From an optimization exercise on the open Yosys and OpenROAD flow, aimed at small area; shortcuts taken in it are not production practice.
The RTL was checked by simulation tests, not by an equivalence proof against the original design.
Power figures rest on the tool's default switching activity, not on a simulated workload.

--- flow/config.mk ---
export PLATFORM = sky130hd
export DESIGN_NAME = hk_filter_chain
export DESIGN_NICKNAME = hk_filter_chain
export VERILOG_FILES = /design/flow/design.v
export SDC_FILE = /design/flow/constraint.sdc
export NUM_CORES = 4
export LEC_CHECK = 0
export ABC_AREA = 1
export CAP_MARGIN = 5
export CORE_MARGIN = 2
export CORE_UTILIZATION = 40
export SLEW_MARGIN = 5
--- flow/constraint.sdc ---
create_clock -name core_clock -period 18.0 [get_ports {clk}]
set_input_delay 3.6000 -clock core_clock [delete_from_list [all_inputs] [get_ports {clk}]]
set_output_delay 3.6000 -clock core_clock [all_outputs]
set_load 0.01 [all_outputs]
--- flow/design.v ---
module hk_rca #(parameter W = 8) (
    input  wire [W-1:0] a,
    input  wire [W-1:0] b,
    input  wire         ci,
    output wire [W-1:0] s,
    output wire         co
);
    wire [W:0] c;
    assign c[0] = ci;
    genvar i;
    generate
        for (i = 0; i < W; i = i + 1) begin : g
            assign s[i]   = a[i] ^ b[i] ^ c[i];
            assign c[i+1] = (a[i] & b[i]) | (c[i] & (a[i] ^ b[i]));
        end
    endgenerate
    assign co = c[W];
endmodule
module hk_inc1 #(parameter W = 8) (
    input  wire [W-1:0] a,
    input  wire [W-1:0] b,
    input  wire         ci,
    output wire [W-1:0] s,
    output wire         co
);
    wire [W:0] c;
    assign c[0] = ci;
    genvar i;
    generate
        for (i = 0; i < W; i = i + 1) begin : g
            wire t = b[i] | c[i];
            assign s[i]   = a[i] ^ t;
            assign c[i+1] = a[i] & t;
        end
    endgenerate
    assign co = c[W];
endmodule
module hk_filter_chain (
    input  wire        clk,
    input  wire        rst,           
    input  wire        run,           
    input  wire        sync,          
    input  wire [1:0]  cfg_order,     
    input  wire [2:0]  cfg_dec,       
    input  wire [9:0]  cfg_avg_m,     
    input  wire        cfg_lin_en,
    input  wire        mod_bit,
    input  wire        lin_we,
    input  wire [5:0]  lin_addr,
    input  wire [31:0] lin_wdata,
    output wire        word_valid,
    output wire [2:0]  word_seq,
    output wire        word_settling,
    output wire [23:0] word_code,
    output wire [31:0] word_val
);
    reg        run_q;
    reg [1:0]  order_r;
    reg [2:0]  dec_r;
    reg [9:0]  avg_m_r;
    reg        lin_en_r;
    wire       first   = run & ~run_q;           
    wire       do_sync = run & run_q & sync;     
    wire       dec_rst = first | do_sync;
    always @(posedge clk) begin
        run_q <= ~rst & run;
        if (first) begin
            order_r  <= cfg_order;
            dec_r    <= cfg_dec;
            avg_m_r  <= cfg_avg_m;
            lin_en_r <= cfg_lin_en;
        end
    end
    wire [2:0] n_ord = {1'b0, order_r} + 3'd1;
    reg  [5:0] sh;
    always @(*) begin
        case (order_r)
            2'd0:    sh = 6'd40 - {3'd0, dec_r};
            2'd1:    sh = 6'd36 - {2'd0, dec_r, 1'b0};
            2'd2:    sh = 6'd32 - ({3'd0, dec_r} + {2'd0, dec_r, 1'b0});
            default: sh = 6'd28 - {1'd0, dec_r, 2'b0};
        endcase
    end
    wire [43:0] onehot = 44'd1 << sh;
    reg         x_d;                        
    reg  [21:0] i1l, i1h, i2l, i2h, i3l, i3h, i4l, i4h;
    reg         c1, c2, c3, c4;             
    wire [21:0] i1l_n, i1h_n, i2l_n, i2h_n, i3l_n, i3h_n, i4l_n, i4h_n;
    wire        c1_n, c2_n, c3_n, c4_n;
    hk_inc1 #(22) u_i1l (.a(i1l), .b(mod_bit ? onehot[21:0]  : 22'd0), .ci(1'b0), .s(i1l_n), .co(c1_n));
    hk_inc1 #(22) u_i1h (.a(i1h), .b(x_d     ? onehot[43:22] : 22'd0), .ci(c1),   .s(i1h_n), .co());
    hk_rca  #(22) u_i2l (.a(i2l), .b(i1l), .ci(1'b0), .s(i2l_n), .co(c2_n));
    hk_rca  #(22) u_i2h (.a(i2h), .b(i1h), .ci(c2),   .s(i2h_n), .co());
    hk_rca  #(22) u_i3l (.a(i3l), .b(i2l), .ci(1'b0), .s(i3l_n), .co(c3_n));
    hk_rca  #(22) u_i3h (.a(i3h), .b(i2h), .ci(c3),   .s(i3h_n), .co());
    hk_rca  #(22) u_i4l (.a(i4l), .b(i3l), .ci(1'b0), .s(i4l_n), .co(c4_n));
    hk_rca  #(22) u_i4h (.a(i4h), .b(i3h), .ci(c4),   .s(i4h_n), .co());
    always @(posedge clk) begin
        x_d <= mod_bit;
        i1l <= i1l_n;  i1h <= i1h_n;  c1 <= c1_n;
        i2l <= i2l_n;  i2h <= i2h_n;  c2 <= c2_n;
        i3l <= i3l_n;  i3h <= i3h_n;  c3 <= c3_n;
        i4l <= i4l_n;  i4h <= i4h_n;  c4 <= c4_n;
    end
    reg  [10:0] dcnt;
    wire [10:0] dmask   = ~(11'h7ff << ({1'b0, dec_r} + 4'd4));
    wire        dec_evt = run & ~dec_rst & ((dcnt | ~dmask) == 11'h7ff);
    reg  [2:0]  jcnt;           
    reg         rst_mode;       
    reg  [9:0]  mcnt;           
    reg  [2:0]  seq_cnt;
    wire        in_settle = (jcnt < n_ord);
    wire        a_drop    = in_settle & ~rst_mode;
    wire        a_last    = (mcnt == avg_m_r);
    wire        a_start   = (mcnt == 10'd0);
    always @(posedge clk) begin
        dcnt <= dec_rst ? 11'd1 : dcnt + 11'd1;
        if (dec_rst) begin
            jcnt     <= 3'd0;
            rst_mode <= do_sync;
            mcnt     <= 10'd0;
            seq_cnt  <= 3'd0;
        end else if (dec_evt) begin
            if (jcnt != 3'd4)
                jcnt <= jcnt + 3'd1;
            if (!a_drop) begin
                mcnt <= a_last ? 10'd0 : mcnt + 10'd1;
                if (a_last)
                    seq_cnt <= seq_cnt + 3'd1;
            end
        end
    end
    reg        p_drop, p_start, p_last, p_set, p_sat, p_lin;
    reg [1:0]  p_n;
    reg [2:0]  p_seq;
    reg [9:0]  dm;              
    always @(posedge clk) begin
        if (dec_evt) begin
            p_drop  <= a_drop;
            p_start <= a_start;
            p_last  <= a_last;
            p_set   <= in_settle & rst_mode;
            p_sat   <= mod_bit;
            p_n     <= order_r;
            p_seq   <= seq_cnt;
            p_lin   <= lin_en_r;
        end
        if (dec_evt & ~a_drop & a_last)
            dm <= avg_m_r;
    end
    reg ev1, ev2, ev3, ev4, pr1, pr2, pr3, pr4, cons;
    wire ld = (p_n == 2'd0) ? ev1 : (p_n == 2'd1) ? ev2 : (p_n == 2'd2) ? ev3 : ev4;
    wire proc = pr1 | pr2 | pr3 | pr4;
    always @(posedge clk) begin
        if (rst) begin
            ev1 <= 1'b0; ev2 <= 1'b0; ev3 <= 1'b0; ev4 <= 1'b0;
            pr1 <= 1'b0; pr2 <= 1'b0; pr3 <= 1'b0; pr4 <= 1'b0;
            cons <= 1'b0;
        end else begin
            ev1 <= dec_evt; ev2 <= ev1; ev3 <= ev2; ev4 <= ev3;
            pr1 <= ld; pr2 <= pr1; pr3 <= pr2; pr4 <= pr3;
            cons <= pr4;
        end
    end
    reg  [21:0] lo_sel, hi_sel;
    always @(*) begin
        case (p_n)
            2'd0:    begin lo_sel = i1l; hi_sel = i1h; end
            2'd1:    begin lo_sel = i2l; hi_sel = i2h; end
            2'd2:    begin lo_sel = i3l; hi_sel = i3h; end
            default: begin lo_sel = i4l; hi_sel = i4h; end
        endcase
    end
    reg  [43:0] X;
    reg  [43:0] cr1, cr2, cr3, cr4;      
    reg         cy1, cy2, cy3, cy4;      
    wire [10:0] d1, d2, d3, d4;
    wire        o1, o2, o3, o4;
    hk_rca #(11) u_c1 (.a(X[10:0]), .b(~cr1[10:0]), .ci(pr1 | cy1), .s(d1), .co(o1));
    hk_rca #(11) u_c2 (.a(d1),      .b(~cr2[10:0]), .ci(pr1 | cy2), .s(d2), .co(o2));
    hk_rca #(11) u_c3 (.a(d2),      .b(~cr3[10:0]), .ci(pr1 | cy3), .s(d3), .co(o3));
    hk_rca #(11) u_c4 (.a(d3),      .b(~cr4[10:0]), .ci(pr1 | cy4), .s(d4), .co(o4));
    wire [10:0] cN = (p_n == 2'd0) ? d1 : (p_n == 2'd1) ? d2 : (p_n == 2'd2) ? d3 : d4;
    always @(posedge clk) begin
        X[43:33] <= cN;
        X[32:22] <= pr1 ? hi_sel[21:11] : X[43:33];
        X[21:11] <= ld ? lo_sel[21:11] : (pr1 ? hi_sel[10:0] : X[32:22]);
        X[10:0]  <= ld ? lo_sel[10:0] : X[21:11];
        cr1 <= {proc ? X[10:0] : cr1[10:0], cr1[43:11]};
        cr2 <= {proc ? d1      : cr2[10:0], cr2[43:11]};
        cr3 <= {proc ? d2      : cr3[10:0], cr3[43:11]};
        cr4 <= {proc ? d3      : cr4[10:0], cr4[43:11]};
        cy1 <= o1; cy2 <= o2; cy3 <= o3; cy4 <= o4;
    end
    wire [23:0] q_c    = X[43:20];
    wire        up_c   = X[19] & ((|X[18:0]) | X[20]);
    wire        sat_z  = ~(|X) & p_sat;           
    wire [23:0] addend = sat_z ? 24'hffffff : q_c;
    wire        acin   = up_c & ~(&q_c);
    reg  [33:0] S;
    reg         s_set;
    wire [9:0]  hm = {1'b0, avg_m_r[9:1]} + {9'd0, avg_m_r[0]};    
    wire [33:0] base = p_start ? (p_last ? 34'd0 : {24'd0, hm}) : S;
    wire [23:0] sn_lo;
    wire        sn_co;
    wire [9:0]  sn_hi;
    hk_rca  #(24) u_av  (.a(base[23:0]), .b(addend), .ci(acin), .s(sn_lo), .co(sn_co));
    hk_inc1 #(10) u_avh (.a(base[33:24]), .b(10'd0), .ci(sn_co), .s(sn_hi), .co());
    wire [33:0] s_new = {sn_hi, sn_lo};
    wire        set_new = (~p_start & s_set) | p_set;
    always @(posedge clk) begin
        if (cons & ~p_drop) begin
            S     <= s_new;
            s_set <= set_new;
        end
    end
    wire load_div = cons & ~p_drop & p_last;
    localparam ST_IDLE = 3'd0, ST_DIV = 3'd1, ST_WAIT = 3'd2, ST_DC = 3'd3,
               ST_BOOTH = 3'd4, ST_OUT = 3'd5, ST_PAUSE = 3'd6;
    reg  [2:0]  st;
    reg  [3:0]  cnt;
    reg  [9:0]  R;
    reg  [23:0] Q;
    reg         l_set, l_lin;
    reg  [2:0]  l_seq;
    wire [10:0] ra = {R, Q[23]};
    wire [10:0] sa, sb;
    wire        ge_a, ge_b;
    hk_rca #(11) u_da (.a(ra), .b({1'b1, ~dm}), .ci(1'b0), .s(sa), .co(ge_a));
    wire [9:0]  ra2 = ge_a ? sa[9:0] : ra[9:0];
    wire [10:0] rb = {ra2, Q[22]};
    hk_rca #(11) u_db (.a(rb), .b({1'b1, ~dm}), .ci(1'b0), .s(sb), .co(ge_b));
    wire [9:0]  rb2 = ge_b ? sb[9:0] : rb[9:0];
    wire        q0  = ge_b & ~((cnt == 4'd11) & dm[0] & ~(|rb2));
    reg  [5:0]    r;
    reg  [1055:0] ring;
    wire [6:0]    dw   = {1'b0, lin_addr} - {1'b0, r} - 7'd1;
    wire [5:0]    wpos = dw[6] ? (dw[5:0] + 6'd33) : dw[5:0];
    wire          wen  = lin_we & (lin_addr <= 6'd32);
    integer p;
    always @(posedge clk) begin
        r <= (r >= 6'd32) ? 6'd0 : r + 6'd1;
        for (p = 0; p < 33; p = p + 1) begin
            if (wen && (wpos == p))
                ring[p*32 +: 32] <= (p % 2 == 1) ? ~lin_wdata : lin_wdata;
            else if (p == 32)
                ring[p*32 +: 32] <= ring[31:0];
            else
                ring[p*32 +: 32] <= ~ring[(p+1)*32 +: 32];
        end
    end
    wire [4:0]  kk   = Q[23:19];
    wire [6:0]  dp   = {2'b0, kk} - {1'b0, r};
    wire [5:0]  pos  = dp[6] ? (dp[5:0] + 6'd33) : dp[5:0];
    wire        hit  = (st == ST_WAIT) & (pos[1:0] == 2'b00);
    reg  [3:0]  tsel;
    wire [3:0]  tix  = (st == ST_DC) ? tsel : pos[5:2];
    reg  [31:0] tapv;
    always @(*) begin
        case (tix)
            4'd0:    tapv = ring[0*128 +: 32];
            4'd1:    tapv = ring[1*128 +: 32];
            4'd2:    tapv = ring[2*128 +: 32];
            4'd3:    tapv = ring[3*128 +: 32];
            4'd4:    tapv = ring[4*128 +: 32];
            4'd5:    tapv = ring[5*128 +: 32];
            4'd6:    tapv = ring[6*128 +: 32];
            4'd7:    tapv = ring[7*128 +: 32];
            default: tapv = ring[8*128 +: 32];
        endcase
    end
    reg  [31:0] YL;
    reg  [32:0] Dr;
    reg  [31:0] A;
    reg  [1:0]  lb;
    reg         stk;
    reg  [2:0]  dg;
    wire [32:0] dsub;
    hk_rca #(33) u_ds (.a({tapv[31], tapv}), .b(~{YL[31], YL}), .ci(1'b1), .s(dsub), .co());
    wire [20:0] fe = {1'b0, Q[18:0], 1'b0};
    reg  [2:0]  dnext;
    always @(*) begin
        case (cnt)
            4'd0:    dnext = fe[2:0];
            4'd1:    dnext = fe[4:2];
            4'd2:    dnext = fe[6:4];
            4'd3:    dnext = fe[8:6];
            4'd4:    dnext = fe[10:8];
            4'd5:    dnext = fe[12:10];
            4'd6:    dnext = fe[14:12];
            4'd7:    dnext = fe[16:14];
            4'd8:    dnext = fe[18:16];
            default: dnext = fe[20:18];
        endcase
    end
    wire        b_one = dg[1] ^ dg[0];
    wire        b_two = (dg[2] ^ dg[1]) & ~(dg[1] ^ dg[0]);
    wire        b_neg = dg[2];
    wire [33:0] b_mag = b_one ? {Dr[32], Dr} : (b_two ? {Dr, 1'b0} : 34'd0);
    wire [33:0] bsum;
    hk_rca #(34) u_bo (.a({A[31], A[31], A}), .b(b_neg ? ~b_mag : b_mag), .ci(b_neg),
                       .s(bsum), .co());
    wire [31:0] q19 = {A[30:0], lb[1]};
    wire        up_l = lb[0] & (stk | lb[1]);
    wire [31:0] ylin;
    hk_rca #(32) u_fin (.a(YL), .b(q19), .ci(up_l), .s(ylin), .co());
    always @(posedge clk) begin
        if (rst) begin
            st <= ST_IDLE;
        end else if (load_div) begin
            st <= (dm == 10'd0) ? ST_WAIT : ST_DIV;
        end else begin
            case (st)
                ST_DIV:   if (cnt == 4'd11) st <= ST_WAIT;
                ST_WAIT:  if (hit) st <= ST_DC;
                ST_DC:    st <= (cnt == 4'd0) ? ST_BOOTH : ST_PAUSE;
                ST_PAUSE: if (cnt == 4'd0) st <= ST_BOOTH;
                ST_BOOTH: if (cnt == 4'd10) st <= ST_OUT;
                ST_OUT:   st <= ST_IDLE;
                default:  st <= ST_IDLE;
            endcase
        end
        if (load_div) begin
            R     <= s_new[33:24];
            Q     <= s_new[23:0];
            l_set <= set_new;
            l_seq <= p_seq;
            l_lin <= p_lin;
        end else if (st == ST_DIV) begin
            R <= rb2;
            Q <= {Q[21:0], ge_a, q0};
        end
        if (load_div)
            cnt <= (dm == 10'd0) ? 4'd12 : 4'd0;
        else
            cnt <= cnt + 4'd1;
        tsel <= pos[5:2];
        if (hit)
            YL <= tapv;
        if (st == ST_DC)
            Dr <= dsub;
        if (st == ST_BOOTH) begin
            A   <= bsum[33:2];
            lb  <= bsum[1:0];
            stk <= stk | lb[1] | lb[0];
        end else begin
            A   <= 32'd0;
            lb  <= 2'd0;
            stk <= 1'b0;
        end
        dg <= dnext;
    end
    wire [23:0] code = Q ^ 24'h800000;
    assign word_valid    = (st == ST_OUT);
    assign word_seq      = l_seq;
    assign word_settling = l_set;
    assign word_code     = l_set ? 24'd0 : code;
    assign word_val      = l_set ? 32'd0 :
                           l_lin ? ylin : {{8{code[23]}}, code};
endmodule
--- flow/run.sh ---
#!/bin/bash
# synth_recipe.tcl (not shown) runs the flow's synth.tcl, then flattens the netlist and writes it again
# the make line also repeats each setting of config.mk as NAME=value (left out here)
make -C /OpenROAD-flow-scripts/flow DESIGN_CONFIG=/design/flow/config.mk WORK_HOME=/design/flow/orfs CLKGATE_MAP_FILE= SYNTH_SCRIPT=/design/flow/synth_recipe.tcl finish
==> results of run 1 <==
metrics by stage:
stage | area (sq um) | hold WS, ns | worst slack, ns | power (uW) | util (%)
finish | 79700 | 0.295 | 1.01 | 12800 | 45.1
global route | 79700 | 0.302 | 0.0363 | 13800 | 45.1
CTS | 79700 | 0.299 | 0.825 | 13000 | 45.1
detailed placement | 73700 | 0.312 | 0.939 | 9190 | 41.7
global placement | 73700 | 0.310 | 1.24 | 9090 | 41.7
floorplan | 71300 | 0.310 | 1.11 | 7920 | -
flip-flops by register name (all words and copies together), names as in the netlist, 33 cells and up:
register,count
cr3,44
X,44
cr4,44
ring,1056
Dr,33
cr2,44
cr1,44
S,34
worst reg2reg max path, delay by kind of cell (launching register included):
kind | cells | cell delay, ns
adder cells (fa/ha/maj) | 34 | 14.16
AND/OR/NAND/NOR | 10 | 1.39
buffers and inverters | 6 | 0.80
flip-flops | 1 | 0.38
cells by family (layout without fill, tap and decap cells):
kind of cell,count (synthesis),count (layout)
AOI/OAI and AO/OA,1523,1523
xor gates and xnor gates,62,62
adders and majority gates,414,414
buffers and inverters,1721,1776
DFF,1730,1730
muxes,3,3
other,0,7
and+or+nand+nor,2467,2467
what timing repair did:
item | in CTS | in global routing
hold endpoints to repair | 0 | 0
resized for setup | 0 | 1
endpoints found under the setup margin | 0 | 1
placed cells by master (no fill, tap or decap), drive strengths merged, types with 35 or more instances in the layout:
| cell type | count |
|---|---|
| nand4 | 226 |
| o22ai | 53 |
| o21ai | 1235 |
| edfxtp | 177 |
| buf | 72 |
| ha | 106 |
| fa | 308 |
| xor2 | 49 |
| clkdlybuf4s50 | 120 |
| dfxtp | 1553 |
| a21oi | 118 |
| clkbuf | 266 |
| nand3 | 142 |
| o21bai | 35 |
| nor2 | 384 |
| clkinv | 43 |
| nand2 | 1630 |
| inv | 1264 |
power breakdown:
group          total (uW)  switching [uW]  leakage (uW)  internal (uW)
combinational        3600            2160        0.0190           1450
clock                3740            1570       0.00292           2170
sequential           5480             528        0.0146           4950
total               12800            4260        0.0366           8560
routing by layer:
layer	wire length (microns)	global-route usage, %	up-vias
li1	-	-	24851
met4	7380	8.46	2
met2	92600	35.9	1403
met5	200	0	-
met3	10400	2.90	331
met1	84900	28.3	24528
synthesized netlist by cell type (all sizes together), types with 6 or more instances:
library cell / n / share of area (%)
nor2: 384 / 2.2
nor4: 17 / 0.15
inv: 1258 / 6.6
nand3: 142 / 1.0
xor2: 49 / 0.61
dfxtp: 1553 / 44
or2: 29 / 0.25
nor3: 28 / 0.21
nand2: 1630 / 8.9
a221oi: 16 / 0.20
xnor2: 13 / 0.17
nand4: 226 / 2.0
o22ai: 53 / 0.47
a211oi: 34 / 0.36
edfxtp: 177 / 7.5
a21oi: 118 / 0.85
o21bai: 35 / 0.37
ha: 106 / 1.9
buf: 178 / 1.8
clkbuf: 279 / 1.5
fa: 308 / 8.6
clkinv: 6 / 0.032
o21ai: 1235 / 10
area by class of cell:
type                       count  area (sq um)
fill                       16880         97000
sequential                  1730         36400
multi-input combinational   4469         27900
antenna                        7          17.5
timing repair buffer         192          1740
clock inverter                54           697
clock buffer                 266          5250
tap                         2340          2930
inverter                    1264          4750
worst max path at each step:
| stage | end | cells past startpoint | slack, ns | from |
|---|---|---|---|---|
| after floorplan | Dr[31] | 46 | 1.11 | st[1] |
| final | Dr[31] | 50 | 1.01 | Q[19] |
| after detailed placement | Dr[31] | 50 | 0.94 | Q[19] |
| after global routing | Dr[31] | 49 | 0.04 | Q[19] |
| after global placement | Dr[31] | 50 | 1.24 | Q[19] |
| after CTS | Dr[31] | 50 | 0.83 | Q[19] |
==> run_results.csv, run 1 <==
group,metric,value,unit
status,status,"finished clean",
synth,syn_area,71300,sq um
drt,first_pass_iters,6,
timing,grt_setup_unrepaired,"false",
synth,synthAdderAreaFrac,10.5,%
synth,synth.avg_cell_area,9.00,sq um
worst_setup_path,critPathArrivalTime,17.54,ns
timing,drv_slew,0,
die,dieWidth,426,microns
placement,numPortBuffers,120,
layout,fin_cells,10322,
die,start_util,40.3,%
die,die_h,426,microns
clocking,post_cts_buffers,0,
worst_setup_path,critPathCaptureType,"flip-flop",
worst_hold_path,hp-class,"flip-flop to flip-flop",
synth,synth_compound_area_share,12.9,%
worst_hold_path,hold_path_depth,0,
grt,grt_pass1_vias,49814,
worst_setup_path,reg2reg_slack,1.01,ns
timing,min_period,16.99,ns
power_and_ir_drop,max-vdd-ir-drop,0.000138,V
worst_setup_path,cpMostUsedCell,"fa_1",
timing,tns,0,ns
worst_setup_path,worstPathRequired,18.54,ns
synth,synthMuxAreaShare,0.0421,%
drt,wirelength,195000,microns
drt,vias,51115,
clocking,cts_made_buffers,178,
die,rows,154,
worst_hold_path,holdPathEnd,"cr2[30]",
clocking,cts_tree,"built",
placement,place.gp.congestion,0.892,
synth,async_flop_share,0,%
placement,place_inst,9995,
clocking,clk_latency,0.81,ns
timing,finalCritPeriodShare,94.4,%
timing,worst_slew_pin_slew,1.08,ns
timing,skew,0.0447,ns
grt,overflow,0,
clocking,h-tree-depth,4,
synth,synthesis.nets,8394,
die,die_area,182000,sq um
worst_setup_path,critPathSlowestCell,"fa_1",
synth,yosys_register_bits,1730,
clocking,cts_hold_buf,0,
drt,first_iter_violations,4410,
worst_setup_path,worstSetupPathType,"flip-flop to flip-flop",
grt,grt_pass1_wl,300000,microns
drt,vias_per_cell,4.95,
timing,max_slew_margin,27.7,%
synth,seq_area_frac_synth,51.1,%
worst_hold_path,hold_start,"cr2[41]",
worst_setup_path,r2r_start,"Q[19]",
clocking,cts-root-buf,"clkbuf_16",
synth,synth_edf_count,177,
clocking,clock-sinks,1730,
synth,ys_types,59,
clocking,clockBufferDepth,3,
synth,ys.flop_type,"dfxtp_1",
power_and_ir_drop,pwr_density_cell,161,nW/um^2
drt,drcViolationCount,0,
power_and_ir_drop,p_leak,0.0366,uW
timing,fmax,58.8,MHz
synth,synth_xor_area_share,0.783,%
job,max_cap_violations,0,
worst_setup_path,r2r_end,"Dr[31]",
timing,setup_violations,0,
die,core_area,177000,sq um
synth,synth_warnings,1,
synth,synth_top_family_by_area,"simple AND/OR/NAND/NOR gates",
die,io_pins,121,
grt,grt_max_degree,89,
worst_setup_path,cp_top_family,"adder cells",
synth,yosys.area_share.simple,14.8,%
worst_setup_path,rr_worst_depth,50,
timing,finalHoldViolCount,0,
grt,antenna_found_initial,18,
drt,avgRoutedWirePerCell,18.9,microns
worst_setup_path,crit_path_max_incr_delay,0.45,ns
clocking,clk_pin_slew,0.06,ns
grt,grt_usage,21.6,%
drt,postRouteAntennaNets,0,
layout,drive_above_1_share,9.49,%
worst_setup_path,cp-start-kind,"flip-flop",
worst_setup_path,cp_max_fo,44,
placement,post-dp-hpwl,121000,microns
synth,syn_inst,7920,
layout,syn_to_final_growth,11.8,%
layout,nets,8309,
worst_setup_path,worst-path-buf-inv,6,
==> run 2, diff against run 1 <==
--- a/flow/config.mk
+++ b/flow/config.mk
@@ -5,8 +5,7 @@
 export SDC_FILE = /design/flow/constraint.sdc
 export NUM_CORES = 4
 export LEC_CHECK = 0
-export ABC_AREA = 1
-export CAP_MARGIN = 5
+export CAP_MARGIN = 20
 export CORE_MARGIN = 2
 export CORE_UTILIZATION = 40
-export SLEW_MARGIN = 5
+export SLEW_MARGIN = 20
==> run_results.csv, run 2 <==
group,metric,value,unit
status,status,"finished clean",
die,start_util,40.1,%
synth,syn_area,66900,sq um
timing,fin_hold_ws,0.307,ns
layout,regMostFlops,"ring",
synth,synth_warnings,1,
drt,first_pass_iters,8,
worst_setup_path,cp-start-kind,"flip-flop",
synth,syn_inst,5290,
die,dieWidth,413,microns
timing,fmax,58.0,MHz
grt,grt_usage,20.3,%
synth,seq_area_frac_synth,54.4,%
timing,drv_slew,0,
drt,postRouteAntennaNets,0,
synth,async_flop_share,0,%
clocking,clockBufferDepth,3,
power_and_ir_drop,max-vdd-ir-drop,0.000115,V
placement,place_inst,7319,
worst_setup_path,cpMostUsedCell,"fa_1",
layout,largest_reg_flops,1056,
drt,first_iter_violations,3433,
die,rows,150,
timing,finalHoldViolCount,0,
worst_hold_path,hold_start,"cr3[24]",
clocking,cts_tree,"built",
layout,final_cell_mix,"dfxtp_1 (1551), mux2i_1 (1061), inv_1 (308), fa_1 (308), nor2_1 (250)",
worst_setup_path,r2r_start,"Q[19]",
worst_setup_path,critPathSlowestCell,"a32o_4",
worst_hold_path,hp-class,"flip-flop to flip-flop",
clocking,cts-root-buf,"clkbuf_16",
grt,overflow,0,
die,die_h,413,microns
synth,yosysMostFrequentCell,"dfxtp_1",
clocking,clk_pin_slew,0.06,ns
die,io_pins,121,
drt,avgRoutedWirePerCell,22.7,microns
die,core_area,167000,sq um
drt,vias_per_cell,5.21,
synth,ys_types,89,
worst_setup_path,cp-startpoint,"Q[19]",
drt,wirelength,174000,microns
clocking,clk_latency,0.82,ns
placement,numPortBuffers,120,
timing,worst_slack,0.767,ns
worst_setup_path,worstPathRequired,18.53,ns
synth,synth_common_cells,"dfxtp_1 (1553), mux2i_1 (1062), inv_1 (309)",
placement,dp_slack,0.597,ns
synth,ys.flop_type,"dfxtp_1",
power_and_ir_drop,p_leak,0.0366,uW
drt,drcViolationCount,0,
timing,grt_setup_unrepaired,"false",
synth,yosysTopAreaCellShare,46.5,%
worst_setup_path,cp_top_family,"adder cells",
grt,grt_max_degree,78,
synth,synth_edf_count,177,
timing,tns,0,ns
layout,syn_to_final_growth,13.8,%
clocking,clock-sinks,1730,
timing,skew,0.0388,ns
synth,synth.avg_cell_area,12.6,sq um
timing,finalCritPeriodShare,95.7,%
worst_setup_path,critPathCaptureType,"flip-flop",
timing,min_period,17.23,ns
clocking,post_cts_buffers,0,
timing,setup_violations,0,
timing,worst_slew_pin_slew,1.17,ns
die,die_area,171000,sq um
power_and_ir_drop,pwr_density_cell,146,nW/um^2
timing,max_slew_margin,22.3,%
clocking,cts_made_buffers,174,
layout,nets,5767,
worst_setup_path,worst-path-buf-inv,4,
synth,synthTopCellsByArea,"dfxtp_1 (46%), mux2i_1 (16%), fa_1 (9.2%)",
worst_setup_path,crit_path_max_incr_delay,0.46,ns
layout,final_common_cell,"dfxtp_1",
grt,grt_pass1_vias,39903,
drt,vias,39823,
placement,post-dp-hpwl,106000,microns
job,max_cap_violations,0,
layout,drive_above_1_share,10.0,%
layout,utilization,45.7,%
worst_setup_path,worstSetupPathType,"flip-flop to flip-flop",
synth,yosys_register_bits,1730,
grt,antenna_found_initial,12,
worst_setup_path,cp_max_fo,37,
layout,fin_cells,7643,
synth,yosysTopAreaCell,"dfxtp_1",
placement,place.gp.congestion,0.875,
worst_setup_path,critPathArrivalTime,17.77,ns
grt,grt_pass1_wl,260000,microns
clocking,h-tree-depth,4,
synth,synthesis.nets,5764,
## run 2: changes by cell type in the layout (fill, tap and decap cells not counted), moves of 100 or more
| cell | delta |
|---|---|
| nand4_1 | -200 |
| o21ai_2 | -314 |
| mux2i_1 | +1058 |
| o21ai_0 | -710 |
| nor2_1 | -106 |
| nand2_1 | -1490 |
| inv_1 | -943 |
| o21ai_1 | -100 |
## run 2: what timing repair did
action	CTS	global route
gates resized for setup	0	1
setup endpoints to repair	0	1
hold buffers	0	0
## run 2: worst paths after layout
check        cells after the start      end  slack (ns)
max                             46   Dr[31]        0.77
min reg2reg                      0  cr3[13]        0.31
min                              0  cr3[13]        0.31
max reg2reg                     46   Dr[31]        0.77
## run 2: layout make-up
class / count / area [sq um]
Fill cell: 14964 / 90600
Sequential cell: 1730 / 36400
Multi-Input combinational cell: 2901 / 28200
Clock buffer: 257 / 5130
Tap cell: 2204 / 2760
Timing Repair Buffer: 175 / 1650
Inverter: 311 / 1170
Clock inverter: 64 / 776
Antenna cell: 1 / 2.50
## run 2: logic make-up after synthesis
kind of cell               Yosys count  share of synthesized area, %
DFF                               1730                          54.4
muxes                             1182                          18.7
buffers and inverters              659                          3.89
and+or+nand+nor                    639                          4.58
AOI/OAI and AO/OA                  597                          6.26
adders and majority gates          414                          11.2
xor gates and xnor gates            69                         0.924
## run 2: per-stage QoR
step                      total power (uW)  instance area (sq um)
after floorplan                       6610                  66900
after global placement                7410                  70100
after detailed placement              7510                  70100
after CTS                            11200                  76000
after global routing                 11800                  76100
final                                11100                  76100
## run 2: where the power goes
group / internal [uW] / switching [uW]
clock network: 2120 / 1560
registers: 4680 / 476
logic: 1010 / 1280
total: 7810 / 3320
## run 2: worst reg2reg max path: cells and delay by family, from the launching register on
kind	cells	cell delay [ns]
compound gates	3	1.18
buf+inv	4	0.43
flops	1	0.37
simple gates	3	0.57
xor+xnor	2	0.32
fa+ha+maj	34	14.09
## run 2: per-layer routing
layer / routed length [microns] / up-vias / part of all wire (%) / track usage [%]
li1: - / 18395 / - / -
met1: 83000 / 20061 / 48 / 29.5
met2: 76200 / 1099 / 44 / 30.6
met3: 10400 / 260 / 6.0 / 4.02
met4: 4210 / 8 / 2.4 / 5.82
met5: 57 / - / 0.033 / 0
==> run 3, diff against run 2 <==
--- a/flow/config.mk
+++ b/flow/config.mk
@@ -8,4 +8,7 @@
 export CAP_MARGIN = 20
 export CORE_MARGIN = 2
 export CORE_UTILIZATION = 40
+export CTS_BUF_LIST = sky130_fd_sc_hd__clkbuf_16
+export CTS_CLUSTER_DIAMETER = 120
+export CTS_CLUSTER_SIZE = 24
 export SLEW_MARGIN = 20
==> run_results.csv, run 3 <==
group,metric,value,unit
worst_setup_path,r2r_end,"Dr[31]",
worst_setup_path,cpMostUsedCell,"fa_1",
synth,yosysTopAreaCellShare,46.5,%
die,rows,150,
worst_setup_path,cp-start-kind,"flip-flop",
synth,ys_types,89,
worst_setup_path,cp_max_fo,29,
die,die_h,413,microns
drt,drcViolationCount,0,
timing,min_period,17.24,ns
timing,tns,0,ns
synth,synth_xor_area_share,0.924,%
worst_setup_path,critPathSlowestCell,"fa_1",
worst_setup_path,critPathCaptureType,"flip-flop",
layout,largest_reg_flops,1056,
power_and_ir_drop,p_leak,0.0349,uW
layout,nets,5676,
die,die_area,171000,sq um
power_and_ir_drop,max-vdd-ir-drop,0.0000743,V
grt,grt_pass1_vias,38640,
synth,yosysMostFrequentCell,"dfxtp_1",
timing,finalHoldViolCount,0,
timing,skew,0.0375,ns
placement,numPortBuffers,120,
synth,yosys.area_share.simple,4.58,%
clocking,clock-sinks,1730,
power_and_ir_drop,pwr_density_cell,131,nW/um^2
drt,postRouteAntennaNets,0,
worst_setup_path,crit_path_max_incr_delay,0.55,ns
clocking,cts_tree,"built",
status,status,"finished clean",
timing,fmax,58.0,MHz
clocking,clk_pin_slew,0.10,ns
job,max_cap_violations,0,
worst_setup_path,critPathArrivalTime,17.69,ns
worst_setup_path,cp-startpoint,"Q[19]",
clocking,clockBufferDepth,3,
layout,syn_to_final_growth,8.29,%
synth,synth.avg_cell_area,12.6,sq um
power_and_ir_drop,p_total,9510,uW
layout,final_cell_mix,"dfxtp_1 (1551), mux2i_1 (1061), inv_1 (325)",
layout,final_common_cell,"dfxtp_1",
worst_hold_path,hp-class,"flip-flop to flip-flop",
worst_setup_path,rr_worst_depth,46,
worst_setup_path,reg2reg_slack,0.76,ns
worst_setup_path,worstSetupPathType,"flip-flop to flip-flop",
clocking,cts_made_buffers,82,
layout,drive_above_1_share,6.83,%
synth,synthAdderAreaFrac,11.2,%
grt,overflow,0,
timing,setup_violations,0,
synth,syn_inst,5290,
grt,grt_max_degree,78,
clocking,cts_hold_buf,0,
drt,vias,39068,
clocking,clk_latency,0.72,ns
drt,first_pass_iters,8,
drt,avgRoutedWirePerCell,23.1,microns
drt,vias_per_cell,5.26,
synth,yosysTopAreaCell,"dfxtp_1",
synth,synthMuxAreaShare,18.7,%
synth,synth_warnings,1,
die,start_util,40.1,%
die,dieWidth,413,microns
synth,seq_area_frac_synth,54.4,%
clocking,h-tree-depth,3,
synth,synth_common_cells,"dfxtp_1 (1553), mux2i_1 (1062), inv_1 (309)",
timing,finalCritPeriodShare,95.8,%
die,core_area,167000,sq um
timing,worst_slew_pin_slew,1.19,ns
placement,post-dp-hpwl,106000,microns
timing,max_slew_margin,20.9,%
synth,yosys_register_bits,1730,
worst_setup_path,r2r_start,"Q[19]",
drt,first_iter_violations,3611,
grt,antenna_found_initial,11,
synth,synth_compound_area_share,6.26,%
synth,syn_area,66900,sq um
synth,synth_edf_count,177,
synth,synthTopCellsByArea,"dfxtp_1 (46%), mux2i_1 (16%), fa_1 (9.2%)",
grt,grt_pass1_wl,256000,microns
placement,place.gp.congestion,0.875,
grt,grt_usage,19.9,%
synth,ys.flop_type,"dfxtp_1",
synth,synthesis.nets,5764,
drt,wirelength,172000,microns
synth,async_flop_share,0,%
clocking,cts-root-buf,"clkbuf_16",
worst_setup_path,worstPathRequired,18.45,ns
die,io_pins,121,
worst_setup_path,cp-endpoint,"Dr[31]",
layout,regMostFlops,"ring",
synth,synth_top_family_by_area,"multiplexers",
timing,drv_slew,0,
timing,grt_setup_unrepaired,"false",
[run 3: cell counts after synthesis]
Identical to the previous run, type by type.
[run 3: metrics by stage]
step                      instance area, sq um  setup WS [ns]  hold WS, ns  utilization, %  std cells
after detailed placement                 70100          0.597        0.312            42.1       7319
after CTS                                72400          0.578        0.318            43.4       7426
after floorplan                          66900           1.37        0.310               -       5290
after global placement                   70100          0.814        0.310            42.1       7319
after global routing                     72400         0.0534        0.330            43.5       7429
final                                    72400          0.762        0.316            43.5       7431
[run 3: critical path: cells and delay by family (launching register included)]
| family | cells | cell delay (ns) |
|---|---|---|
| compound gates | 6 | 1.58 |
| flops | 1 | 0.39 |
| buf+inv | 4 | 0.44 |
| fa+ha+maj | 35 | 14.48 |
| simple gates | 1 | 0.09 |
[run 3: where the power goes]
group / internal, uW / switching, uW
clock network: 843 / 1220
logic: 1010 / 1280
registers: 4670 / 480
[run 3: worst min path at each step]
stage	startpoint	end	slack (ns)	cells after the start
after floorplan	cr1[11]	cr1[0]	0.31	0
after global placement	cr3[18]	cr3[7]	0.31	0
after detailed placement	cr1[36]	cr1[25]	0.31	0
after CTS	cr2[11]	cr2[0]	0.32	0
after global routing	cr4[29]	cr4[18]	0.33	0
final	cr4[29]	cr4[18]	0.32	0
[run 3: area by class of cell]
cell class	instances	area, sq um
Clock inverter	24	173
Timing Repair Buffer	175	1630
Sequential cell	1730	36400
Clock buffer	83	2080
Multi-Input combinational cell	2902	28200
Tap cell	2204	2760
Antenna cell	2	5.00
Inverter	311	1170
Fill cell	15283	94200
[run 3: what timing repair did]
item                       in CTS  in global routing
setup buffers                   0                  1
hold endpoints to repair        0                  0
setup endpoints to repair       0                  1
gates resized for setup         0                  1
[run 3: cell families (layout without fill, tap and decap cells)]
group                    count (synthesis)  in the layout
multiplexers                          1182           1182
AO/OA/AOI/OAI                          597            598
flip-flops                            1730           1730
other                                    0              2
adder cells (fa/ha/maj)                414            414
buffers and inverters                  659            593
AND/OR/NAND/NOR                        639            639
XOR/XNOR                                69             69
[run 3: metal layers]
layer	up-vias	GRT usage (%)	share of wire (%)
met2	1015	30.6	44
li1	18089	-	-
met3	170	2.32	5.2
met5	-	0	0.016
met1	19790	30.0	49
met4	4	4.18	1.7
==> run 4, diff against run 3 <==
--- a/flow/config.mk
+++ b/flow/config.mk
@@ -9,6 +9,6 @@
 export CORE_MARGIN = 2
 export CORE_UTILIZATION = 40
 export CTS_BUF_LIST = sky130_fd_sc_hd__clkbuf_16
-export CTS_CLUSTER_DIAMETER = 120
-export CTS_CLUSTER_SIZE = 24
+export CTS_CLUSTER_DIAMETER = 80
+export CTS_CLUSTER_SIZE = 30
 export SLEW_MARGIN = 20
==> run_results.csv, run 4 <==
group,metric,value,unit
synth,synth_warnings,1,
clocking,cts_made_buffers,79,
worst_setup_path,rr_worst_depth,46,
drt,vias,39109,
timing,min_period,17.29,ns
timing,drv_slew,0,
worst_setup_path,cp_max_fo,37,
worst_setup_path,critPathSlowestCell,"a32o_4",
die,die_area,171000,sq um
worst_setup_path,r2r_end,"Dr[31]",
drt,avgRoutedWirePerCell,22.9,microns
layout,largest_reg_flops,1056,
layout,final_common_cell,"dfxtp_1",
timing,worst_slew_pin_slew,1.18,ns
timing,worst_slack,0.705,ns
synth,yosysMostFrequentCell,"dfxtp_1",
synth,syn_area,66900,sq um
layout,drive_above_1_share,7.30,%
layout,final_cell_mix,"dfxtp_1 (1551), mux2i_1 (1061), inv_1 (320)",
grt,grt_pass1_wl,255000,microns
die,die_h,413,microns
worst_hold_path,hp-class,"flip-flop to flip-flop",
timing,fmax,57.8,MHz
placement,place.gp.congestion,0.875,
worst_setup_path,worstSetupPathType,"flip-flop to flip-flop",
die,core_area,167000,sq um
power_and_ir_drop,max-vdd-ir-drop,0.0000777,V
timing,finalHoldViolCount,0,
synth,yosysTopAreaCellShare,46.5,%
worst_hold_path,hold_start,"cr1[12]",
timing,setup_violations,0,
synth,synthTopCellsByArea,"dfxtp_1 (46%), mux2i_1 (16%), fa_1 (9.2%)",
placement,numPortBuffers,120,
layout,regMostFlops,"ring",
worst_setup_path,crit_path_max_incr_delay,0.46,ns
grt,grt_usage,19.8,%
layout,design_area,72700,sq um
die,io_pins,121,
synth,yosysTopAreaCell,"dfxtp_1",
timing,max_slew_margin,21.6,%
placement,post-dp-hpwl,106000,microns
clocking,clk_pin_slew,0.11,ns
worst_setup_path,critPathArrivalTime,17.77,ns
synth,ys_types,89,
placement,dp_slack,0.597,ns
worst_hold_path,hold_path_depth,0,
die,rows,150,
power_and_ir_drop,pwr_density_cell,132,nW/um^2
timing,tns,0,ns
placement,placed_area,70100,sq um
synth,synth.avg_cell_area,12.6,sq um
worst_hold_path,holdPathEnd,"cr1[1]",
clocking,cts_tree,"built",
clocking,clockBufferDepth,3,
synth,synthesis.nets,5764,
die,dieWidth,413,microns
grt,grt_pass1_vias,38647,
layout,syn_to_final_growth,8.76,%
synth,synth_common_cells,"dfxtp_1 (1553), mux2i_1 (1062), inv_1 (309)",
drt,drcViolationCount,0,
synth,seq_area_frac_synth,54.4,%
power_and_ir_drop,p_total,9630,uW
drt,vias_per_cell,5.25,
grt,overflow,0,
synth,yosys_register_bits,1730,
synth,synth_edf_count,177,
timing,skew,0.0549,ns
worst_setup_path,critPathCaptureType,"flip-flop",
drt,wirelength,171000,microns
worst_setup_path,cpMostUsedCell,"fa_1",
timing,finalCritPeriodShare,96.1,%
synth,ys.flop_type,"dfxtp_1",
job,max_cap_violations,0,
clocking,post_cts_buffers,0,
clocking,h-tree-depth,3,
layout,nets,5671,
clocking,clk_latency,0.75,ns
drt,first_pass_iters,9,
grt,antenna_found_initial,12,
worst_setup_path,cp-start-kind,"flip-flop",
clocking,clock-sinks,1730,
worst_setup_path,reg2reg_slack,0.71,ns
worst_setup_path,worstPathRequired,18.48,ns
clocking,cts-root-buf,"clkbuf_16",
power_and_ir_drop,p_leak,0.0350,uW
timing,grt_setup_unrepaired,"false",
status,status,"finished clean",
clocking,cts_hold_buf,0,
layout,fillers,15245,
drt,first_iter_violations,3625,
synth,async_flop_share,0,%
drt,postRouteAntennaNets,0,
synth,syn_inst,5290,
die,start_util,40.1,%
worst_setup_path,r2r_start,"Q[19]",
grt,grt_max_degree,78,
==> run 4: cell counts after synthesis <==
No cell type changed its count.
==> run 4: critical path: cells and delay by family (launching register included) <==
family	cells	cell delay, ns
adders and majority gates	34	14.10
AOI/OAI and AO/OA	3	1.20
DFF	1	0.39
and+or+nand+nor	3	0.59
xor gates and xnor gates	2	0.32
buffers and inverters	4	0.44
==> run 4: power breakdown <==
part / internal (uW) / total (uW) / switching (uW)
Sequential: 4670 / 5150 / 474
Combinational: 1010 / 2280 / 1280
Clock: 884 / 2200 / 1310
Total: 6570 / 9630 / 3070
==> run 4: metal layers <==
layer | up-vias | track usage (%) | share of wire [%]
li1 | 18117 | - | -
met1 | 19844 | 29.8 | 49
met2 | 965 | 30.6 | 44
met3 | 177 | 2.42 | 5.1
met4 | 6 | 3.89 | 1.7
met5 | - | 0 | 0.024
==> run 4: worst max path at each step <==
stage,from,end,slack (ns),depth (start not counted)
floorplan,Q[19],Dr[31],1.37,46
global placement,Q[19],Dr[31],0.81,46
detailed placement,Q[19],Dr[31],0.60,46
CTS,Q[19],Dr[31],0.60,46
global route,Q[19],Dr[31],0.02,46
finish,Q[19],Dr[31],0.71,46
==> run 4: kinds of logic after synthesis <==
logic type      Yosys count  synth area share (%)
mux                    1182                  18.7
compound gates          597                  6.26
buf+inv                 659                  3.89
simple gates            639                  4.58
xor+xnor                 69                 0.924
fa+ha+maj               414                  11.2
flops                  1730                  54.4
==> run 4: what timing repair did <==
action | 4_1_cts | 5_1_grt
setup endpoints to repair | 0 | 1
gates resized for setup | 0 | 1
endpoints found under the hold margin | 0 | 0
==> run 4: through the flow <==
stage,instances,hold WS (ns),util [%]
3_5_place_dp,7319,0.312,42.1
5_1_grt,7451,0.339,43.6
6_report,7452,0.324,43.7
4_1_cts,7450,0.328,43.6
2_1_floorplan,5290,0.310,-
3_3_place_gp,7319,0.310,42.1
==> run 4: layout make-up <==
type                       count  area (sq um)  area share (%)
antenna                        1          2.50         0.00344
clock buffer                  80          2000            2.75
timing repair buffer         174          1620            2.23
sequential                  1730         36400            50.0
clock inverter                51           584           0.803
tap                         2204          2760            3.79
multi-input combinational   2901         28200            38.8
inverter                     311          1170            1.60
==> run 5, diff against run 4 <==
--- a/flow/design.v
+++ b/flow/design.v
@@ -232,21 +232,34 @@
     hk_rca #(11) u_db (.a(rb), .b({1'b1, ~dm}), .ci(1'b0), .s(sb), .co(ge_b));
     wire [9:0]  rb2 = ge_b ? sb[9:0] : rb[9:0];
     wire        q0  = ge_b & ~((cnt == 4'd11) & dm[0] & ~(|rb2));
-    reg  [5:0]    r;
+    reg  [5:0]    r, r1;
     reg  [1055:0] ring;
-    wire [6:0]    dw   = {1'b0, lin_addr} - {1'b0, r} - 7'd1;
-    wire [5:0]    wpos = dw[6] ? (dw[5:0] + 6'd33) : dw[5:0];
-    wire          wen  = lin_we & (lin_addr <= 6'd32);
+    wire [6:0]    dw    = {1'b0, lin_addr} - {1'b0, r} - 7'd1;
+    wire [5:0]    wpos  = dw[6] ? (dw[5:0] + 6'd33) : dw[5:0];
+    wire [6:0]    dwb   = {1'b0, lin_addr} - {1'b0, r1};
+    wire [5:0]    wposb = dwb[6] ? (dwb[5:0] + 6'd33) : dwb[5:0];
+    wire          wen   = lin_we & (lin_addr <= 6'd32);
+    reg  [32:0]   wsel, wseln;
     integer p;
+    always @(*) begin
+        for (p = 0; p < 33; p = p + 1) begin
+            wsel[p]  = wen & (wpos == p);
+            wseln[p] = ~(wen & (wposb == p));
+        end
+    end
     always @(posedge clk) begin
-        r <= (r >= 6'd32) ? 6'd0 : r + 6'd1;
+        r  <= (r >= 6'd32) ? 6'd0 : r + 6'd1;
+        r1 <= (r >= 6'd31) ? r - 6'd31 : r + 6'd2;
         for (p = 0; p < 33; p = p + 1) begin
-            if (wen && (wpos == p))
-                ring[p*32 +: 32] <= (p % 2 == 1) ? ~lin_wdata : lin_wdata;
-            else if (p == 32)
-                ring[p*32 +: 32] <= ring[31:0];
+            if (p == 32)
+                ring[p*32 +: 32] <= ~((~ring[31:0] | {32{wsel[p]}}) &
+                                      (~lin_wdata | {32{wseln[p]}}));
+            else if (p % 2 == 1)
+                ring[p*32 +: 32] <= ~((ring[(p+1)*32 +: 32] | {32{wsel[p]}}) &
+                                      (lin_wdata | {32{wseln[p]}}));
             else
-                ring[p*32 +: 32] <= ~ring[(p+1)*32 +: 32];
+                ring[p*32 +: 32] <= ~((ring[(p+1)*32 +: 32] | {32{wsel[p]}}) &
+                                      (~lin_wdata | {32{wseln[p]}}));
         end
     end
     wire [4:0]  kk   = Q[23:19];
--- a/flow/config.mk
+++ b/flow/config.mk
@@ -7,8 +7,8 @@
 export LEC_CHECK = 0
 export CAP_MARGIN = 20
 export CORE_MARGIN = 2
-export CORE_UTILIZATION = 40
+export CORE_UTILIZATION = 60
 export CTS_BUF_LIST = sky130_fd_sc_hd__clkbuf_16
-export CTS_CLUSTER_DIAMETER = 80
-export CTS_CLUSTER_SIZE = 30
+export CTS_CLUSTER_DIAMETER = 120
+export CTS_CLUSTER_SIZE = 24
 export SLEW_MARGIN = 20
==> run_results.csv, run 5 <==
group,metric,value,unit
timing,finalHoldViolCount,0,
worst_hold_path,hold_start,"cr4[32]",
worst_setup_path,cp-start-kind,"flip-flop",
synth,yosysTopAreaCellShare,47.6,%
timing,tns,0,ns
grt,overflow,0,
synth,synth_warnings,1,
power_and_ir_drop,p_leak,0.0268,uW
synth,seq_area_frac_synth,55.7,%
placement,place.gp.congestion,0.885,
worst_setup_path,reg2reg_slack,0.87,ns
timing,finalCritPeriodShare,95.2,%
layout,syn_to_final_growth,7.09,%
grt,grt_pass1_wl,277000,microns
worst_setup_path,critPathCaptureType,"flip-flop",
synth,yosysTopAreaCell,"dfxtp_1",
timing,skew,0.0372,ns
power_and_ir_drop,pwr_density_cell,137,nW/um^2
worst_hold_path,hold_path_depth,0,
timing,worst_slew_pin_slew,1.25,ns
worst_setup_path,crit_path_max_incr_delay,0.45,ns
synth,synth.avg_cell_area,11.9,sq um
drt,postRouteAntennaNets,0,
timing,drv_slew,0,
worst_setup_path,cp_top_family,"adder cells",
drt,avgRoutedWirePerCell,27.3,microns
layout,final_common_cell,"dfxtp_1",
timing,min_period,17.13,ns
die,rows,121,
layout,largest_reg_flops,1056,
placement,numPortBuffers,120,
clocking,cts-root-buf,"clkbuf_16",
timing,max_slew_margin,16.0,%
synth,async_flop_share,0,%
layout,drive_above_1_share,7.72,%
grt,antenna_found_initial,6,
layout,regMostFlops,"ring",
die,core_area,109000,sq um
drt,wirelength,186000,microns
synth,synth_common_cells,"dfxtp_1 (1559), o22ai_1 (548), o2bb2ai_1 (512)",
drt,vias_per_cell,6.42,
clocking,clk_latency,0.73,ns
synth,synth_edf_count,177,
worst_hold_path,hp-class,"flip-flop to flip-flop",
synth,synthesis.nets,5993,
grt,grt_pass1_vias,41864,
synth,synthTopCellsByArea,"dfxtp_1 (48%), fa_1 (9.4%), edfxtp_1 (8.1%)",
clocking,clockBufferDepth,3,
clocking,clock-sinks,1736,
synth,yosysMostFrequentCell,"dfxtp_1",
layout,final_cell_mix,"dfxtp_1 (1558), o22ai_1 (548), o2bb2ai_1 (512)",
layout,design_area,70200,sq um
layout,nets,5864,
drt,drcViolationCount,0,
die,dieWidth,335,microns
clocking,cts_tree,"built",
clocking,cts_resized,0,
worst_setup_path,critPathArrivalTime,17.60,ns
clocking,post_cts_buffers,0,
drt,first_iter_violations,4467,
die,io_pins,121,
timing,setup_violations,0,
die,die_h,335,microns
die,start_util,60.4,%
clocking,cts_hold_buf,0,
clocking,h-tree-depth,3,
worst_setup_path,cpMostUsedCell,"fa_1",
worst_setup_path,r2r_end,"Dr[31]",
clocking,clk_pin_slew,0.10,ns
job,max_cap_violations,0,
synth,syn_inst,5512,
worst_setup_path,critPathSlowestCell,"fa_1",
power_and_ir_drop,max-vdd-ir-drop,0.000109,V
timing,grt_setup_unrepaired,"false",
grt,grt_max_degree,69,
placement,placed_area,67900,sq um
grt,grt_usage,33.1,%
synth,ys.flop_type,"dfxtp_1",
die,die_area,112000,sq um
worst_setup_path,worstPathRequired,18.47,ns
worst_setup_path,worstSetupPathType,"flip-flop to flip-flop",
worst_hold_path,holdPathEnd,"cr4[21]",
worst_setup_path,cp_max_fo,5,
worst_setup_path,cp-startpoint,"Q[19]",
synth,yosys_register_bits,1736,
timing,fmax,58.4,MHz
worst_setup_path,r2r_start,"Q[19]",
worst_setup_path,worst-path-buf-inv,3,
worst_setup_path,cp.depth,46,
clocking,cts_made_buffers,82,
synth,ys_types,85,
status,status,"finished clean",
synth,syn_area,65600,sq um
drt,first_pass_iters,6,
placement,post-dp-hpwl,121000,microns
power_and_ir_drop,p_total,9620,uW
drt,vias,43809,
worst_setup_path,rr_worst_depth,46,
==> run 5: final cells by class <==
| cell class | instances | area [sq um] |
|---|---|---|
| clock inverter | 22 | 186 |
| timing repair buffer | 255 | 2210 |
| fill | 8466 | 38300 |
| sequential | 1736 | 36500 |
| antenna | 4 | 10.0 |
| clock buffer | 83 | 2080 |
| tap | 1414 | 1770 |
| inverter | 293 | 1100 |
| multi-input combinational | 3015 | 26300 |
==> run 5: cells by family after synthesis <==
kind of cell	after synthesis	share of synthesized area (%)
xor gates and xnor gates	79	1.14
muxes	157	3.40
AOI/OAI and AO/OA	1651	18.3
and+or+nand+nor	707	5.20
DFF	1736	55.7
buffers and inverters	761	4.69
adders and majority gates	421	11.6
==> run 5: per-stage QoR <==
stage / hold WS, ns / utilization (%) / setup WS [ns] / instances
3_3_place_gp: 0.309 / 62.6 / 1.01 / 6710
6_report: 0.324 / 64.7 / 0.866 / 6822
5_1_grt: 0.328 / 64.7 / 0.0157 / 6820
3_5_place_dp: 0.312 / 62.6 / 0.870 / 6712
4_1_cts: 0.325 / 64.7 / 0.810 / 6817
2_1_floorplan: 0.310 / - / 1.43 / 5512
==> run 5: worst max-delay path by stage <==
stage | end
floorplan | Dr[31]
global placement | Dr[31]
detailed placement | Dr[31]
CTS | Dr[31]
global route | Dr[31]
finish | Dr[31]
==> run 5: where the power goes <==
| group | internal (uW) | total [uW] | switching [uW] | leakage (uW) |
|---|---|---|---|---|
| combinational | 983 | 2200 | 1220 | 0.0108 |
| clock | 846 | 2070 | 1230 | 0.00115 |
| sequential | 4800 | 5350 | 551 | 0.0149 |
| total | 6630 | 9620 | 3000 | 0.0268 |
==> run 5: per-layer routing <==
metal  vias up  track usage (%)  wire [microns]
li1      19570                -               -
met1     22035             48.9           83000
met2      1866             49.7           81300
met3       336             5.83           15600
met4         2             10.9            6540
met5         -                0              13
==> run 5: worst reg2reg max path: cells and delay by family (launching register included) <==
kind                       cells  cell delay [ns]
buffers and inverters          3             0.24
AOI/OAI and AO/OA              5             0.98
DFF                            1             0.39
and+or+nand+nor                2             0.38
adders and majority gates     34            14.26
xor gates and xnor gates       2             0.65
==> run 6, diff against run 5 <==
--- a/flow/config.mk
+++ b/flow/config.mk
@@ -7,7 +7,7 @@
 export LEC_CHECK = 0
 export CAP_MARGIN = 20
 export CORE_MARGIN = 2
-export CORE_UTILIZATION = 60
+export CORE_UTILIZATION = 75
 export CTS_BUF_LIST = sky130_fd_sc_hd__clkbuf_16
 export CTS_CLUSTER_DIAMETER = 120
 export CTS_CLUSTER_SIZE = 24
==> run_results.csv, run 6 <==
group,metric,value,unit
status,status,"finished clean",
power_and_ir_drop,p_total,9670,uW
grt,grt_pass1_wl,274000,microns
die,io_pins,121,
placement,numPortBuffers,120,
worst_hold_path,hp-class,"flip-flop to flip-flop",
worst_setup_path,cp_max_fo,5,
synth,yosysTopAreaCell,"dfxtp_1",
placement,dp_slack,0.651,ns
layout,nets,5858,
drt,wirelength,184000,microns
grt,grt_max_degree,70,
job,max_cap_violations,0,
worst_setup_path,crit_path_max_incr_delay,0.49,ns
clocking,h-tree-depth,3,
timing,setup_violations,0,
die,start_util,75.6,%
timing,finalCritPeriodShare,96.0,%
synth,ys.flop_type,"dfxtp_1",
timing,max_slew_margin,18.6,%
clocking,clock-sinks,1736,
synth,ys_types,85,
synth,yosysTopAreaCellShare,47.6,%
placement,post-dp-hpwl,120000,microns
drt,drcViolationCount,0,
clocking,clk_pin_slew,0.10,ns
worst_setup_path,critPathSlowestCell,"fa_1",
synth,seq_area_frac_synth,55.7,%
die,die_h,300,microns
layout,final_cell_mix,"dfxtp_1 (1558), o22ai_1 (548), o2bb2ai_1 (512)",
clocking,clockBufferDepth,3,
worst_setup_path,cpMostUsedCell,"fa_1",
timing,skew,0.0393,ns
clocking,cts_tree,"built",
layout,regMostFlops,"ring",
synth,synthesis.nets,5993,
grt,grt-busiest-layer,"met2",
synth,synthTopCellsByArea,"dfxtp_1 (48%), fa_1 (9.4%), edfxtp_1 (8.1%)",
grt,grt_usage,40.5,%
timing,fin_hold_ws,0.315,ns
synth,synth_edf_count,177,
worst_setup_path,critPathCaptureType,"flip-flop",
synth,yosysMostFrequentCell,"dfxtp_1",
drt,first_iter_violations,5547,
layout,syn_to_final_growth,6.44,%
drt,vias,45299,
grt,overflow,0,
grt,antenna_found_initial,9,
power_and_ir_drop,pwr_density_cell,139,nW/um^2
timing,worst_slack,0.726,ns
clocking,clk_latency,0.70,ns
timing,tns,0,ns
drt,postRouteAntennaNets,0,
grt,use_met3,10.8,%
die,dieWidth,300,microns
placement,place.gp.congestion,0.942,
placement,place_inst,6448,
power_and_ir_drop,seqPwrFrac,55.5,%
layout,fillers,5084,
grt,grt_pass1_vias,44057,
synth,yosys_register_bits,1736,
clocking,cts_hold_buf,0,
power_and_ir_drop,p_leak,0.0268,uW
timing,grt_setup_unrepaired,"false",
synth,syn_inst,5512,
die,rows,108,
die,die_area,89800,sq um
timing,worst_slew_pin_slew,1.22,ns
layout,largest_reg_flops,1056,
power_and_ir_drop,pwr-share-comb,23.4,%
power_and_ir_drop,p_switching,3040,uW
power_and_ir_drop,max-vdd-ir-drop,0.000124,V
worst_setup_path,rr_worst_depth,46,
clocking,cts-root-buf,"clkbuf_16",
layout,final_common_cell,"dfxtp_1",
layout,drive_above_1_share,7.69,%
timing,min_period,17.27,ns
worst_hold_path,hold_path_depth,0,
synth,async_flop_share,0,%
synth,synth_common_cells,"dfxtp_1 (1559), o22ai_1 (548), o2bb2ai_1 (512)",
synth,syn_area,65600,sq um
power_and_ir_drop,clockPowerShare,21.1,%
grt,met2_usage,61.0,%
clocking,cts_made_buffers,82,
timing,fmax,57.9,MHz
worst_setup_path,worstSetupPathType,"flip-flop to flip-flop",
synth,synth_warnings,1,
worst_setup_path,critPathArrivalTime,17.70,ns
power_and_ir_drop,p_sw_share,31.4,%
drt,first_pass_iters,10,
die,core_area,86800,sq um
drt,vias_per_cell,6.90,
clocking,post_cts_buffers,0,
drt,avgRoutedWirePerCell,28.0,microns
power_and_ir_drop,internal_power,6630,uW
timing,finalHoldViolCount,0,
layout,fin_cells,6561,
worst_setup_path,worstPathRequired,18.43,ns
grt,grt_use_met1,55.4,%
worst_setup_path,cp-start-kind,"flip-flop",
synth,synth.avg_cell_area,11.9,sq um
timing,drv_slew,0,
==> run 6: power by group through the flow <==
stage	Clock [uW]	Sequential [uW]	Combinational, uW
after global placement	0	5390	2020
final	2040	5370	2260
after global routing	2160	5440	2510
after floorplan	0	5230	1470
after CTS	2040	5350	2230
after detailed placement	0	5430	2160
==> run 6: through the flow <==
step	instance area [sq um]	util [%]
floorplan	65600	-
global placement	67500	77.8
detailed placement	67600	77.9
CTS	69800	80.5
global route	69800	80.4
finish	69800	80.4
==> run 6: worst max-delay path, delay by kind of cell (launching register included) <==
| kind | cells | cell delay [ns] |
|---|---|---|
| buf+inv | 3 | 0.23 |
| compound gates | 5 | 0.96 |
| xor+xnor | 2 | 0.66 |
| simple gates | 2 | 0.38 |
| fa+ha+maj | 34 | 14.39 |
| flops | 1 | 0.38 |
==> run 6: area by class of cell <==
cell class / instances / area [sq um] / share of cell area, %
multi-input cells: 3015 / 26300 / 37.7
flip-flops and latches: 1736 / 36500 / 52.3
well taps: 1155 / 1450 / 2.07
diodes: 7 / 17.5 / 0.0251
clock buffers: 82 / 2050 / 2.94
repair buffers: 249 / 2130 / 3.05
clock inverters: 24 / 204 / 0.292
inverters: 293 / 1100 / 1.58
==> run 6: path summary, 6_finish.rpt <==
kind | end | slack (ns) | start
worst min-delay path | cr4[9] | 0.32 | cr4[20]
worst max register to register | Dr[31] | 0.73 | Q[19]
worst min register to register | cr4[9] | 0.32 | cr4[20]
worst max-delay path | Dr[31] | 0.73 | Q[19]
==> run 6: repair_timing <==
action                                  in CTS  in global routing
endpoints found under the setup margin       0                  1
hold endpoints to repair                     0                  0
resized for setup                            0                  1
==> run 6: per-layer routing <==
layer	vias to the layer above	wire length, microns
met5	-	13
met4	2	9310
met3	594	22200
met2	2796	81300
met1	22322	70700
li1	19585	-
==> run 6: kinds of logic after synthesis <==
logic type	Yosys count	synth area share, %
adder cells (fa/ha/maj)	421	11.6
multiplexers	157	3.40
AO/OA/AOI/OAI	1651	18.3
buffers and inverters	761	4.69
flip-flops	1736	55.7
XOR/XNOR	79	1.14
AND/OR/NAND/NOR	707	5.20
==> run 7, diff against run 6 <==
--- a/flow/config.mk
+++ b/flow/config.mk
@@ -7,7 +7,7 @@
 export LEC_CHECK = 0
 export CAP_MARGIN = 20
 export CORE_MARGIN = 2
-export CORE_UTILIZATION = 75
+export CORE_UTILIZATION = 40
 export CTS_BUF_LIST = sky130_fd_sc_hd__clkbuf_16
 export CTS_CLUSTER_DIAMETER = 120
 export CTS_CLUSTER_SIZE = 24
==> run_results.csv, run 7 <==
group,metric,value,unit
clocking,cts-root-buf,"clkbuf_16",
grt,grt_usage,22.7,%
synth,yosysTopAreaCell,"dfxtp_1",
synth,yosysTopAreaCellShare,47.6,%
timing,worst_slack,0.787,ns
layout,final_cell_mix,"dfxtp_1 (1558), o22ai_1 (548), o2bb2ai_1 (512)",
worst_setup_path,crit_path_max_incr_delay,0.52,ns
worst_setup_path,critPathSlowestCell,"fa_1",
synth,synthesis.nets,5993,
grt,use_met3,4.29,%
power_and_ir_drop,max-vdd-ir-drop,0.000110,V
power_and_ir_drop,p_total,9660,uW
synth,yosysMostFrequentCell,"dfxtp_1",
layout,nets,5865,
placement,numPortBuffers,120,
drt,wirelength,194000,microns
job,max_cap_violations,0,
timing,finalCritPeriodShare,95.6,%
layout,final_common_cell,"dfxtp_1",
synth,syn_area,65600,sq um
placement,dp_slack,0.522,ns
synth,synth_warnings,1,
layout,diodes,0,
clocking,cts_made_buffers,83,
power_and_ir_drop,p_leak,0.0269,uW
die,core_area,163000,sq um
timing,tns,0,ns
clocking,cts_hold_buf,0,
synth,synth_edf_count,177,
timing,grt_setup_unrepaired,"false",
die,die_area,167000,sq um
worst_setup_path,critPathCaptureType,"flip-flop",
drt,postRouteAntennaNets,0,
timing,fin_hold_ws,0.320,ns
drt,vias,44161,
die,dieWidth,409,microns
worst_setup_path,worstPathRequired,18.47,ns
grt,overflow,0,
layout,fillers,15081,
synth,syn_inst,5512,
worst_setup_path,cpMostUsedCell,"fa_1",
worst_setup_path,worstSetupPathType,"flip-flop to flip-flop",
grt,grt_pass1_vias,43173,
synth,seq_area_frac_synth,55.7,%
timing,max_slew_margin,17.6,%
power_and_ir_drop,pwr_density_cell,136,nW/um^2
synth,ys_types,85,
die,start_util,40.3,%
synth,yosys_register_bits,1736,
drt,first_iter_violations,4454,
clocking,cts_tree,"built",
timing,finalHoldViolCount,0,
placement,post-dp-hpwl,127000,microns
status,status,"finished clean",
layout,largest_reg_flops,1056,
timing,setup_violations,0,
timing,skew,0.0519,ns
synth,synth.avg_cell_area,11.9,sq um
clocking,clock-sinks,1736,
drt,first_pass_iters,7,
drt,avgRoutedWirePerCell,25.6,microns
layout,regMostFlops,"ring",
grt,met2_usage,36.2,%
placement,place.gp.congestion,0.876,
synth,ys.flop_type,"dfxtp_1",
timing,fmax,58.1,MHz
drt,drcViolationCount,0,
drt,vias_per_cell,5.82,
clocking,clockBufferDepth,3,
synth,async_flop_share,0,%
timing,min_period,17.21,ns
die,rows,148,
worst_hold_path,hp-class,"flip-flop to flip-flop",
layout,drive_above_1_share,7.90,%
grt,grt_pass1_wl,287000,microns
clocking,clk_latency,0.75,ns
grt,grt-busiest-layer,"met2",
timing,worst_slew_pin_slew,1.23,ns
clocking,h-tree-depth,3,
layout,fin_cells,7583,
grt,antenna_found_initial,15,
clocking,clk_pin_slew,0.10,ns
die,die_h,409,microns
placement,place_inst,7470,
timing,drv_slew,0,
layout,syn_to_final_growth,8.64,%
grt,grt_use_met1,30.8,%
worst_setup_path,cp_max_fo,26,
synth,synthTopCellsByArea,"dfxtp_1 (48%), fa_1 (9.4%), edfxtp_1 (8.1%)",
grt,grt_max_degree,70,
worst_setup_path,critPathArrivalTime,17.68,ns
synth,synth_common_cells,"dfxtp_1 (1559), o22ai_1 (548), o2bb2ai_1 (512)",
worst_setup_path,cp-start-kind,"flip-flop",
die,io_pins,121,
## run 7: cell counts after synthesis
Identical to the previous run, type by type.
## run 7: cells by family after synthesis
kind of cell	after synthesis	synth area share, %
buffers and inverters	761	4.69
AO/OA/AOI/OAI	1651	18.3
adder cells (fa/ha/maj)	421	11.6
multiplexers	157	3.40
AND/OR/NAND/NOR	707	5.20
flip-flops	1736	55.7
XOR/XNOR	79	1.14
## run 7: final cells by class
class                      count  area (sq um)  share of cell area, %
sequential                  1736         36500                   51.3
tap                         2175          2720                   3.82
timing repair buffer         255          2220                   3.11
multi-input combinational   3015         26300                   37.0
inverter                     293          1100                   1.54
clock inverter                25           220                  0.309
clock buffer                  84          2100                   2.95
## run 7: timing repair
action / CTS / global route
setup buffers: 0 / 3
gates resized for setup: 0 / 4
setup endpoints to repair: 0 / 2
## run 7: path summary, 6_finish.rpt
kind | start | cells past startpoint | slack (ns) | to
max | Q[19] | 49 | 0.79 | Dr[31]
min | cr2[27] | 0 | 0.32 | cr2[16]
max reg2reg | Q[19] | 49 | 0.79 | Dr[31]
min reg2reg | cr2[27] | 0 | 0.32 | cr2[16]
## run 7: worst max-delay path: cells and delay by family, from the launching register on
kind | cells | cell delay [ns]
adders and majority gates | 35 | 14.49
buffers and inverters | 5 | 0.56
and+or+nand+nor | 2 | 0.11
DFF | 1 | 0.39
muxes | 1 | 0.09
AOI/OAI and AO/OA | 6 | 1.32
## run 7: routing by layer
metal	vias up	part of all wire, %
met1	22431	43
met5	-	0.076
met3	397	7.6
li1	19637	-
met4	24	3.9
met2	1672	46
## run 7: through the flow
stage | utilization [%] | instance area (sq um)
after global placement | 42.3 | 68800
after detailed placement | 42.3 | 68800
after global routing | 43.8 | 71200
after floorplan | - | 65600
after CTS | 43.7 | 71200
final | 43.8 | 71200
## run 7: power by group
| part | switching, uW | internal (uW) | leakage (uW) |
|---|---|---|---|
| Clock | 1250 | 860 | 0.00119 |
| Sequential | 564 | 4800 | 0.0149 |
| Combinational | 1200 | 990 | 0.0108 |

==> static timing again, ports no longer ideal <==
The results above use ideal ports. As a check the final layouts listed here were re-extracted and re-timed, cells and wires unchanged.
Step 1: set_driving_cell puts a clkbuf_16 on clk and a buf_2 on each other input, an assumption about the parent block.
Step 2 moves the port delays by t, midway between the first and last clock arrival at a register: inputs arrive t later, outputs are due t later. That takes back most of the time a late clock gives input paths.
Slacks: ideal ports / drivers / drivers and shift; pairs: ideal ports / drivers.
| run | t, ns | setup slack, ns | hold WS [ns] | worst setup path at the end | worst slew at a driven data input, ns |
|---|---|---|---|---|---|
| run 1 | 0.878 | 1.005 / 1.005 / 1.005 | 0.295 / 0.295 / 0.295 | register to register | 0.19 |
| run 2 | 0.885 | 0.767 / 0.767 / 0.767 | 0.307 / 0.307 / 0.307 | register to register | 0.17 |
| run 3 | 0.790 | 0.762 / 0.762 / 0.762 | 0.316 / 0.316 / 0.316 | register to register | 0.17 |
| run 4 | 0.808 | 0.705 / 0.705 / 0.705 | 0.324 / 0.324 / 0.324 | register to register | 0.17 |
| run 5 | 0.780 | 0.866 / 0.866 / 0.866 | 0.324 / 0.324 / 0.324 | register to register | 0.13 |
| run 6 | 0.754 | 0.726 / 0.726 / 0.726 | 0.315 / 0.315 / 0.315 | register to register | 0.13 |
| run 7 | 0.802 | 0.787 / 0.787 / 0.787 | 0.320 / 0.320 / 0.320 | register to register | 0.32 |
After both steps setup and hold are still met in every run listed.
